This design comes from an exercise in tuning for small area, a short achievable clock period and few clock cycles per item on the open sky130 flow, not from production work.
In this exercise RTL edits were held to simulation tests only and were not proved equivalent to the original.

==> flow/design.v (excerpt) <==
module hlp_crc (
    input  wire         clk,
    input  wire         rst,
    input  wire         req_valid,
    output wire         req_ready,
    input  wire [63:0]  req_b,
    input  wire [9:0]   req_tag,
    input  wire [255:0] req_data,
    output wire         rsp_valid,
    input  wire         rsp_ready,
    output wire [63:0]  rsp_data,
    output wire [9:0]   rsp_tag
);
Size: ~420 flip-flops, roughly 0.075 sq mm of cells after synthesis.
Settings: LEC_CHECK=0, CAP_MARGIN=30, CORE_MARGIN=2, CORE_UTILIZATION=30, PLACE_DENSITY=0.5, SLEW_MARGIN=30, SYNTH_HIERARCHICAL=1, SYNTH_MINIMUM_KEEP_SIZE=0; clock period 80.0 ns.
standard.sh (not shown) runs the stock make flow with config.mk's settings and CLKGATE_MAP_FILE= SYNTH_SCRIPT=/design/flow/synth_recipe.tcl, a recipe that flattens the netlist after the stock synthesis.
==> flow/flow/run.sh <==
#!/bin/bash
set -euo pipefail
PLATFORM_DONT_USE="sky130_fd_sc_hd__probe_p_8 sky130_fd_sc_hd__probec_p_8 sky130_fd_sc_hd__lpflow_bleeder_1 sky130_fd_sc_hd__lpflow_clkbufkapwr_1 sky130_fd_sc_hd__lpflow_clkbufkapwr_16 sky130_fd_sc_hd__lpflow_clkbufkapwr_2 sky130_fd_sc_hd__lpflow_clkbufkapwr_4 sky130_fd_sc_hd__lpflow_clkbufkapwr_8 sky130_fd_sc_hd__lpflow_clkinvkapwr_1 sky130_fd_sc_hd__lpflow_clkinvkapwr_16 sky130_fd_sc_hd__lpflow_clkinvkapwr_2 sky130_fd_sc_hd__lpflow_clkinvkapwr_4 sky130_fd_sc_hd__lpflow_clkinvkapwr_8 sky130_fd_sc_hd__lpflow_decapkapwr_12 sky130_fd_sc_hd__lpflow_decapkapwr_3 sky130_fd_sc_hd__lpflow_decapkapwr_4 sky130_fd_sc_hd__lpflow_decapkapwr_6 sky130_fd_sc_hd__lpflow_decapkapwr_8 sky130_fd_sc_hd__lpflow_inputiso0n_1 sky130_fd_sc_hd__lpflow_inputiso0p_1 sky130_fd_sc_hd__lpflow_inputiso1n_1 sky130_fd_sc_hd__lpflow_inputiso1p_1 sky130_fd_sc_hd__lpflow_inputisolatch_1 sky130_fd_sc_hd__lpflow_isobufsrc_1 sky130_fd_sc_hd__lpflow_isobufsrc_16 sky130_fd_sc_hd__lpflow_isobufsrc_2 sky130_fd_sc_hd__lpflow_isobufsrc_4 sky130_fd_sc_hd__lpflow_isobufsrc_8 sky130_fd_sc_hd__lpflow_isobufsrckapwr_16 sky130_fd_sc_hd__lpflow_lsbuf_lh_hl_isowell_tap_1 sky130_fd_sc_hd__lpflow_lsbuf_lh_hl_isowell_tap_2 sky130_fd_sc_hd__lpflow_lsbuf_lh_hl_isowell_tap_4 sky130_fd_sc_hd__lpflow_lsbuf_lh_isowell_4 sky130_fd_sc_hd__lpflow_lsbuf_lh_isowell_tap_1 sky130_fd_sc_hd__lpflow_lsbuf_lh_isowell_tap_2 sky130_fd_sc_hd__lpflow_lsbuf_lh_isowell_tap_4"
bash standard.sh "BUFFER_PORTS_ARGS=-buffer_cell sky130_fd_sc_hd__buf_1" \
    "DONT_USE_CELLS=$PLATFORM_DONT_USE sky130_fd_sc_hd__xor2_2 sky130_fd_sc_hd__xor2_4 sky130_fd_sc_hd__xnor2_2 sky130_fd_sc_hd__xnor2_4" \
    finish > standard.log 2>&1
The starting point died in global routing.
Testbench counts at the start, summed over its fixed seeds: cycles 10,506, items 2,400.
==> next run, changes <==
--- a/flow/flow/run.sh
+++ b/flow/flow/run.sh
@@ -4,3 +4,3 @@
 bash standard.sh "BUFFER_PORTS_ARGS=-buffer_cell sky130_fd_sc_hd__buf_1" \
-    "DONT_USE_CELLS=$PLATFORM_DONT_USE sky130_fd_sc_hd__xor2_2 sky130_fd_sc_hd__xor2_4 sky130_fd_sc_hd__xnor2_2 sky130_fd_sc_hd__xnor2_4" \
+    "DONT_USE_CELLS=$PLATFORM_DONT_USE sky130_fd_sc_hd__xor2_2 sky130_fd_sc_hd__xor2_4 sky130_fd_sc_hd__xnor2_2 sky130_fd_sc_hd__xnor2_4 sky130_fd_sc_hd__mux2i_2 sky130_fd_sc_hd__mux2i_4 sky130_fd_sc_hd__mux2_4" \
     finish > standard.log 2>&1
- CORE_UTILIZATION: 30 -> 25
- PLACE_DENSITY: 0.5 -> 0.4
Effect: This time the run completed without violations; synthesized area stays flat; synthesized cell count stays the same.

==> port drivers added, routing unchanged <==
Ports are ideal in the flow. The routed layout listed here was re-timed in OpenROAD.
Step 1 (the two cells are an assumption about what drives the block):
set clk [get_ports {clk}]
set_driving_cell -lib_cell sky130_fd_sc_hd__clkbuf_16 $clk
set_driving_cell -lib_cell sky130_fd_sc_hd__buf_2 [delete_from_list [all_inputs] $clk]
Step 2 moves the port delays by t, midway between the first and last clock arrival at a register: inputs arrive t later, outputs are due t later. That takes back most of the time a late clock gives input paths.
Slacks: ideal ports / drivers / drivers and shift; pairs: ideal ports / drivers.
run: the second run
t, ns: 0.757
slack for setup (ns): 62.666 / 62.707 / 61.983
worst setup path after step 2: input to register
worst register clock-pin slew, ns: 0.07 / 0.07
worst data-port slew with drivers (ns): 0.15
After both steps the second run still meets setup and hold. For the second run, drivers alone change the setup slack by +0.041 ns; drivers and shift together by -0.683 ns.
